Background: an optimization exercise with open tools, aiming at small area and a short achievable clock period. Do not read the settings as production practice. Only simulation tests tie the RTL to the original design; equivalence was not proved.

## design/flow/run.sh

```bash
#!/bin/bash
# synth_recipe.tcl (not shown) runs the flow's synth.tcl, then flattens the netlist and writes it again
# the make line also repeats each setting of config.mk as NAME=value (left out here)
make -C /OpenROAD-flow-scripts/flow DESIGN_CONFIG=/design/flow/config.mk WORK_HOME=/design/flow/orfs CLKGATE_MAP_FILE= SYNTH_SCRIPT=/design/flow/synth_recipe.tcl finish
```

## design/flow/config.mk

```make
export PLATFORM = sky130hd
export DESIGN_NAME = strand_codec
export DESIGN_NICKNAME = strand_codec
export VERILOG_FILES = /design/flow/design.v
export SDC_FILE = /design/flow/constraint.sdc
export NUM_CORES = 4
export LEC_CHECK = 0
export CAP_MARGIN = 20
export CORE_MARGIN = 2
export CORE_UTILIZATION = 40
export PLACE_DENSITY = 0.6
export SLEW_MARGIN = 20
```

## design/flow/constraint.sdc

```tcl
create_clock -name core_clock -period 40.0 [get_ports {clk}]
set_input_delay 8.0000 -clock core_clock [delete_from_list [all_inputs] [get_ports {clk}]]
set_output_delay 8.0000 -clock core_clock [all_outputs]
set_load 0.01 [all_outputs]
```

## design/flow/design.v

```verilog
module strand_codec (
    input  wire         clk,
    input  wire         rst,
    input  wire         enc_in_valid,
    input  wire [255:0] enc_in_data,
    output reg          enc_out_valid,
    output reg  [31:0]  enc_out_check,
    input  wire         dec_in_valid,
    input  wire [287:0] dec_in_lanes,
    input  wire         dec_in_policy,      
    input  wire         dec_in_erasure,     
    input  wire [5:0]   dec_in_dead_lane,   
    output reg          dec_out_valid,
    output reg  [2:0]   dec_out_kind,
    output reg  [255:0] dec_out_data,
    output reg  [31:0]  dec_out_syn,
    output reg  [5:0]   dec_out_lane,
    output reg  [7:0]   dec_out_value
);
    localparam [2:0] K_CLEAN     = 3'd0;
    localparam [2:0] K_CORRECTED = 3'd1;
    localparam [2:0] K_ERASURE   = 3'd2;
    localparam [2:0] K_UNCORR    = 3'd3;
    localparam [2:0] K_POISON    = 3'd4;
    localparam [31:0] POISON_SYN = 32'h7355_0F00;
    localparam [5:0]  NO_LANE    = 6'h3F;
    function [7:0] gf_mul(input [7:0] a, input [7:0] b);
        reg [7:0] a1, a2, a3, a4, a5, a6, a7;
        begin
            a1 = {a[6:0],  1'b0} ^ (8'h1D & {8{a[7]}});
            a2 = {a1[6:0], 1'b0} ^ (8'h1D & {8{a1[7]}});
            a3 = {a2[6:0], 1'b0} ^ (8'h1D & {8{a2[7]}});
            a4 = {a3[6:0], 1'b0} ^ (8'h1D & {8{a3[7]}});
            a5 = {a4[6:0], 1'b0} ^ (8'h1D & {8{a4[7]}});
            a6 = {a5[6:0], 1'b0} ^ (8'h1D & {8{a5[7]}});
            a7 = {a6[6:0], 1'b0} ^ (8'h1D & {8{a6[7]}});
            gf_mul = (a  & {8{b[0]}}) ^ (a1 & {8{b[1]}}) ^ (a2 & {8{b[2]}}) ^
                     (a3 & {8{b[3]}}) ^ (a4 & {8{b[4]}}) ^ (a5 & {8{b[5]}}) ^
                     (a6 & {8{b[6]}}) ^ (a7 & {8{b[7]}});
        end
    endfunction
    localparam [255*8-1:0] ALPHA_TAB = 2040'h8e47add86c361b83cfe9fa7db0582c160b8bcbebfbf3f7f5f47a3d90482412098a45ac562b9bc3eff9f279b259a251a653a7dde070381c0e078dc86432198241ae57a5dc6e3795c46231964babdbe3fff1f67bb3d7e5fc7e3f91c663bfd1e673b7d5e472399249aa55a452299a4da8542a158442219e4fa9da6db85c2e1785cc663397c5ec763b93c7edf87c3e1f81ce67bdd068341a0d884422118643afd9e271b65ba3dfe1fe7fb1d66bbbd3e7fdf0783c1e0f89ca65bc5e2f99c261be5fa1de6fb9d269ba5da05028140a058c46239fc1ee77b5d46a35944a259c4e279dc06030180c06038fc9ea75b45a2d984c261387cde8743a1d8040201008040201;
    function [7:0] gf_alpha(input integer n);
        gf_alpha = ALPHA_TAB[8*(n % 255) +: 8];
    endfunction
    function [7:0] gf_alpha_pos(input [5:0] q);
        integer i;
        reg [7:0] r;
        begin
            r = 8'h00;
            for (i = 0; i < 36; i = i + 1)
                if (q == i) r = gf_alpha(i);
            gf_alpha_pos = r;
        end
    endfunction
    function [7:0] gf_inv(input [7:0] a);
        integer i;
        reg [7:0] sq, r;
        begin
            r  = 8'h01;
            sq = a;
            for (i = 1; i < 8; i = i + 1) begin
                sq = gf_mul(sq, sq);
                r  = gf_mul(r, sq);
            end
            gf_inv = r;
        end
    endfunction
    function [5:0] pos_of_lane(input [5:0] lane);
        pos_of_lane = (lane >= 6'd32) ? lane - 6'd32 : lane + 6'd4;
    endfunction
    function [5:0] lane_of_pos(input [5:0] pos);
        lane_of_pos = (pos < 6'd4) ? pos + 6'd32 : pos - 6'd4;
    endfunction
    function [31:0] encode(input [255:0] data);
        integer l;
        reg [7:0] r0, r1, r2, r3, fb;
        begin
            r0 = 8'h00; r1 = 8'h00; r2 = 8'h00; r3 = 8'h00;
            for (l = 31; l >= 0; l = l - 1) begin
                fb = data[8*l +: 8] ^ r3;
                r3 = r2 ^ gf_mul(fb, 8'h0F);
                r2 = r1 ^ gf_mul(fb, 8'h36);
                r1 = r0 ^ gf_mul(fb, 8'h78);
                r0 = gf_mul(fb, 8'h40);
            end
            encode = {r3, r2, r1, r0};
        end
    endfunction
    reg         enc_v1;
    reg [255:0] enc_d1;
    always @(posedge clk) begin
        if (rst) begin
            enc_v1        <= 1'b0;
            enc_out_valid <= 1'b0;
        end else begin
            enc_v1        <= enc_in_valid;
            enc_out_valid <= enc_v1;
        end
        enc_d1        <= enc_in_data;
        enc_out_check <= encode(enc_d1);
    end
    function [31:0] syndromes(input [287:0] lanes);
        integer i, j;
        reg [31:0] s;
        reg [7:0]  c;
        begin
            s = 32'h0;
            for (i = 0; i < 36; i = i + 1) begin
                c = (i < 4) ? lanes[8*(32+i) +: 8] : lanes[8*(i-4) +: 8];
                for (j = 0; j < 4; j = j + 1)
                    s[8*j +: 8] = s[8*j +: 8] ^ gf_mul(c, gf_alpha(i * j));
            end
            syndromes = s;
        end
    endfunction
    reg         dec_v1;
    reg [287:0] dec_w1;
    reg         dec_pol1, dec_era1;
    reg [5:0]   dec_dl1;
    reg         dec_v2;
    reg [287:0] dec_w2;
    reg         dec_pol2, dec_era2;
    reg [5:0]   dec_dl2;
    reg [31:0]  dec_s2;
    always @(posedge clk) begin
        if (rst) begin
            dec_v1 <= 1'b0;
            dec_v2 <= 1'b0;
        end else begin
            dec_v1 <= dec_in_valid;
            dec_v2 <= dec_v1;
        end
        dec_w1   <= dec_in_lanes;
        dec_pol1 <= dec_in_policy;
        dec_era1 <= dec_in_erasure;
        dec_dl1  <= dec_in_dead_lane;
        dec_w2   <= dec_w1;
        dec_pol2 <= dec_pol1;
        dec_era2 <= dec_era1;
        dec_dl2  <= dec_dl1;
        dec_s2   <= syndromes(dec_w1);
    end
    wire [7:0] s0 = dec_s2[7:0];
    wire [7:0] s1 = dec_s2[15:8];
    wire [7:0] s2 = dec_s2[23:16];
    wire [7:0] s3 = dec_s2[31:24];
    wire [5:0] q   = pos_of_lane(dec_dl2);
    wire [7:0] aq  = gf_alpha_pos(q);
    wire [7:0] aq2 = gf_mul(aq, aq);
    wire [7:0] aq3 = gf_mul(aq2, aq);
    wire [7:0] d0 = s0 ^ POISON_SYN[7:0];
    wire [7:0] d1 = s1 ^ POISON_SYN[15:8];
    wire [7:0] d2 = s2 ^ POISON_SYN[23:16];
    wire [7:0] d3 = s3 ^ POISON_SYN[31:24];
    wire [7:0] t0 = s1 ^ gf_mul(aq, s0);
    wire [7:0] t1 = s2 ^ gf_mul(aq, s1);
    wire [7:0] t2 = s3 ^ gf_mul(aq, s2);
    wire [35:0] cons_s, cons_t;
    genvar gk;
    generate
        for (gk = 0; gk < 36; gk = gk + 1) begin : g_pos
            assign cons_s[gk] = (s0 != 8'h00) &&
                                (s1 == gf_mul(gf_alpha(gk), s0)) &&
                                (s2 == gf_mul(gf_alpha(gk), s1)) &&
                                (s3 == gf_mul(gf_alpha(gk), s2));
            assign cons_t[gk] = (t0 != 8'h00) && (q != gk) &&
                                (t1 == gf_mul(gf_alpha(gk), t0)) &&
                                (t2 == gf_mul(gf_alpha(gk), t1));
        end
    endgenerate
    function [5:0] first_set(input [35:0] v);
        integer i;
        begin
            first_set = 6'd0;
            for (i = 35; i >= 0; i = i - 1)
                if (v[i]) first_set = i;
        end
    endfunction
    wire       hit_s  = |cons_s;
    wire       hit_t  = |cons_t;
    wire [5:0] p_s    = first_set(cons_s);
    wire [5:0] p_t    = first_set(cons_t);
    wire       s_zero    = (dec_s2 == 32'h0);
    wire       s_poison  = (dec_s2 == POISON_SYN);
    wire       er_poison = (d1 == gf_mul(aq, d0)) && (d2 == gf_mul(aq2, d0)) &&
                           (d3 == gf_mul(aq3, d0));
    wire       t_zero    = (t0 == 8'h00) && (t1 == 8'h00) && (t2 == 8'h00);
    wire [7:0] e_t = gf_mul(t0, gf_inv(gf_alpha_pos(p_t) ^ aq));
    wire [7:0] f_t = s0 ^ e_t;
    reg [2:0] kind;
    always @(*) begin
        if (s_zero)
            kind = K_CLEAN;
        else if (s_poison)
            kind = K_POISON;
        else if (dec_pol2)
            kind = K_UNCORR;
        else if (!dec_era2)
            kind = hit_s ? K_CORRECTED : K_UNCORR;
        else if (er_poison)
            kind = K_POISON;
        else if (t_zero)
            kind = K_ERASURE;
        else
            kind = hit_t ? K_CORRECTED : K_UNCORR;
    end
    wire       corr   = (kind == K_CORRECTED);
    wire       fill   = (kind == K_ERASURE) || (corr && dec_era2);
    wire [5:0] p      = dec_era2 ? p_t : p_s;
    wire [7:0] e      = dec_era2 ? e_t : s0;
    wire [7:0] f      = (kind == K_ERASURE) ? s0 : f_t;
    wire [5:0] lane   = corr ? lane_of_pos(p) :
                        (kind == K_ERASURE) ? dec_dl2 : NO_LANE;
    wire [7:0] value  = corr ? e : (kind == K_ERASURE) ? s0 : 8'h00;
    wire [255:0] data;
    genvar gl;
    generate
        for (gl = 0; gl < 32; gl = gl + 1) begin : g_byte
            assign data[8*gl +: 8] = dec_w2[8*gl +: 8] ^
                                     ((corr && p == gl + 4) ? e : 8'h00) ^
                                     ((fill && q == gl + 4) ? f : 8'h00);
        end
    endgenerate
    always @(posedge clk) begin
        if (rst) dec_out_valid <= 1'b0;
        else     dec_out_valid <= dec_v2;
        dec_out_kind  <= kind;
        dec_out_data  <= data;
        dec_out_syn   <= dec_s2;
        dec_out_lane  <= lane;
        dec_out_value <= value;
    end
endmodule
```

==> impl_metrics.csv <==
group,metric,value,unit
status,status,"timing/DRC/antenna clean",
worst_setup_path,critPathKind,"flip-flop to flip-flop",
timing,setup_viol_count_final,0,
timing,fin_tns_setup,0,ns
worst_setup_path,cp.required,40.71,ns
worst_setup_path,cp_slowest_cell,"ha_1",
timing,rsz0062_at_grt,"false",
route,ant_nets,0,
synthesis,yosysWarnings,1,
route,drcViolationCount,0,
cts,cts_buffer_depth,4,
die,initial_utilization,40.1,%
cts,tritoncts,"yes",
timing,max_freq,26.8,MHz
die,rows,214,
run,cap_violations,0,
synthesis,ys_ff_latch,1190,
synthesis,ys_seq_area_share,17.5,%
global_route,grt_pass1_vias,106000,
placed_design,post_dp_cell_area,154000,sq um
timing,hold_viol,0,
die,core_area,339000,sq um
die,fp.dieH,587,um
route,vias_per_cell,5.65,
placed_design,gp_congestion,1.06,
die,io_pins,895,
worst_setup_path,crit_fanout,32,
finish,final_nets,15500,
route,wire_per_inst,36.9,um
synthesis,ys.flop_type,"dfxtp_1",
finish,final_layout_size_suffix_gt1_share,9.20,%
synthesis,netlist_area,136000,sq um
route,drt_iter0_drc,13600,
timing,fin_crit,37.34,ns
worst_setup_path,arrival,38.05,ns
cts,clk_pin_slew,0.06,ns
global_route,grt_antenna_before_repair,62,
cts,htreeDepth,4,
global_route,grt_overflow,0,
placed_design,port-buffer-count,894,
cts,cts_resized,0,
worst_setup_path,slowest_delay,0.84,ns
timing,fin_skew,0.110,ns
worst_setup_path,crit_top_cell,"xnor2_1",
route,totalWireLength,719,mm
finish,syn_to_final_growth,16.5,%
timing,maxSlewHeadroom,10.9,%
route,drtPass1Iterations,14,
cts,cts.hold.buffers_added,0,
synthesis,synth_top_area_share,30.7,%
die,dieArea,345000,sq um
global_route,grt_max_degree,52,
timing,hold-worst-slack,0.331,ns
cts,cts.sink_count,1190,
global_route,grt_first_pass_wirelength,954,mm
timing,worst_pin_slew,1.33,ns
synthesis,syn-num-nets,14600,
synthesis,synthArstFlopShare,0,%
cts,clockRootBuffer,"clkbuf_16",
finish,final_util,46.7,%
synthesis,yosys-top-cells-area,"xnor2_1 31%, dfxtp_1 18%, xnor3_1 15%",
worst_setup_path,startpoint_type,"flip-flop",
route,dr_total_vias,110000,
synthesis,syn_inst,13900,
die,dieWidth,587,um
synthesis,yosys.area.top_type,"xnor2_1",
finish,stdcell_area,159000,sq um
cts,cts_setup_buffers,0,
synthesis,ys_types,89,
worst_hold_path,min_path_type,"flip-flop to flip-flop",
timing,timing.final.crit_share,93.3,%
synthesis,synth-edff-count,0,
worst_setup_path,cp-end-kind,"flip-flop",
placed_design,hpwlAfterDp,572,mm
global_route,globalRouteTotalUtil,40.3,%
cts,cts_buffers,142,
timing,report.final.slew_viol_count,0,
cts,insertion_delay,0.92,ns
synthesis,syn_area_per_cell,9.77,sq um
[flip-flops by register name, indices dropped and copies added, names as in the netlist, 3 cells and up]
| name | flops |
|---|---|
| dec_dl1 | 6 |
| dec_dl2 | 6 |
| dec_out_data | 256 |
| dec_out_kind | 3 |
| dec_out_lane | 6 |
| dec_out_syn | 32 |
| dec_out_value | 8 |
| dec_s2 | 32 |
| dec_w1 | 288 |
| dec_w2 | 256 |
| enc_d1 | 256 |
| enc_out_check | 32 |
[final timing paths]
| kind | startpoint | cells past startpoint | to | slack, ns |
|---|---|---|---|---|
| worst max-delay path | dec_dl2[3]$_DFF_P_ | 118 | dec_out_data[202]$_DFF_P_ | 2.66 |
| worst min-delay path | dec_era1$_DFF_P_ | 0 | dec_era2$_DFF_P_ | 0.33 |
| worst max register to register | dec_dl2[3]$_DFF_P_ | 118 | dec_out_data[202]$_DFF_P_ | 2.66 |
| worst min register to register | dec_era1$_DFF_P_ | 0 | dec_era2$_DFF_P_ | 0.33 |
[placed cells by master (no fill, tap or decap), types with 126 or more instances in the layout]
cell type | netlist | layout
xnor2_1 | 4776 | 4690
xor2_1 | 1453 | 1431
dfxtp_1 | 1190 | 1156
nor2_1 | 1043 | 1043
xnor3_1 | 922 | 914
clkdlybuf4s50_1 | 0 | 894
nand2_1 | 783 | 783
buf_4 | 16 | 616
a21oi_1 | 311 | 311
xor3_1 | 233 | 233
nor3_1 | 228 | 221
xnor2_2 | 128 | 209
o21ai_0 | 203 | 203
nand3_1 | 200 | 198
clkbuf_16 | 0 | 146
inv_1 | 136 | 136
nand4_1 | 128 | 128
ha_1 | 128 | 126
[critical path: cells and delay by family, from the launching register on]
family	cells	cell delay [ns]
xor gates and xnor gates	42	14.17
adders and majority gates	16	7.25
AOI/OAI and AO/OA	26	5.98
buffers and inverters	19	4.52
and+or+nand+nor	14	4.19
DFF	1	0.67
muxes	1	0.19
[per-layer routing]
layer	share of wire, %	vias up	track usage [%]
met3	9.1	1858	8.72
met5	0.040	-	0
li1	-	47400	-
met1	38	54200	49.7
met4	8.4	42	27.5
met2	44	6768	63.1
[cells in the mapped netlist, types with 36 or more instances]
cell,count
xnor2_1,4776
xor2_1,1453
dfxtp_1,1190
nor2_1,1043
xnor3_1,922
nand2_1,783
clkbuf_1,580
a21oi_1,311
xor3_1,233
nor3_1,228
o21ai_0,203
nand3_1,200
buf_1,144
inv_1,136
ha_1,128
nand4_1,128
xnor2_2,128
nor4_1,112
and3_1,98
or3_1,94
mux2i_1,61
o22ai_1,58
a31oi_1,53
xnor3_2,49
nand2b_1,44
nor2b_1,43
a2111oi_0,42
o31ai_1,40
o211ai_1,37
xor2_2,36
[through the flow]
step / setup WS [ns] / std cells
floorplan: 5.81 / 13900
global placement: 3.82 / 19200
detailed placement: 3.43 / 19200
CTS: 3.27 / 19500
global route: 0.460 / 19500
finish: 2.66 / 19500
[logic make-up after synthesis]
logic type | share of synthesized area [%]
xor+xnor | 63.5
simple gates | 9.78
flops | 17.5
compound gates | 4.82
buf+inv | 2.64
fa+ha+maj | 1.18
mux | 0.622
[final cells by class]
type	instances	area, sq um
multi-input cells	11800	110000
clock inverters	47	611
inverters	175	657
clock buffers	198	4130
diodes	21	52.6
well taps	4536	5680
fillers	32400	181000
repair buffers	1518	13700
flip-flops and latches	1190	23900

-- afterwards: timing with drivers on the ports --
In the flow no input, the clock included, has a driving cell. The finished layout below was timed again as built, in two steps.
Step 1 (the two cells are an assumption about what drives the block):
set clk [get_ports {clk}]
set_driving_cell -lib_cell sky130_fd_sc_hd__clkbuf_16 $clk
set_driving_cell -lib_cell sky130_fd_sc_hd__buf_2 [delete_from_list [all_inputs] $clk]
Step 2, shift: input delay + t, output delay - t, t = (earliest + latest rising clock arrival at the registers) / 2. This alone moves slack from input paths to output paths.
a / b / c = ideal ports / drivers / drivers and shift; a / b = the first two.
t (ns): 0.979
slack for setup (ns): 2.661 / 2.661 / 2.661
worst hold slack (ns): 0.331 / 0.331 / 0.331
slew at the worst register clock pin (ns): 0.07 / 0.07
worst slew at a driven data input, ns: 0.19
After both steps setup and hold are still met in this run. For this run, drivers alone change the setup slack by 0.000 ns; drivers and shift together by 0.000 ns.
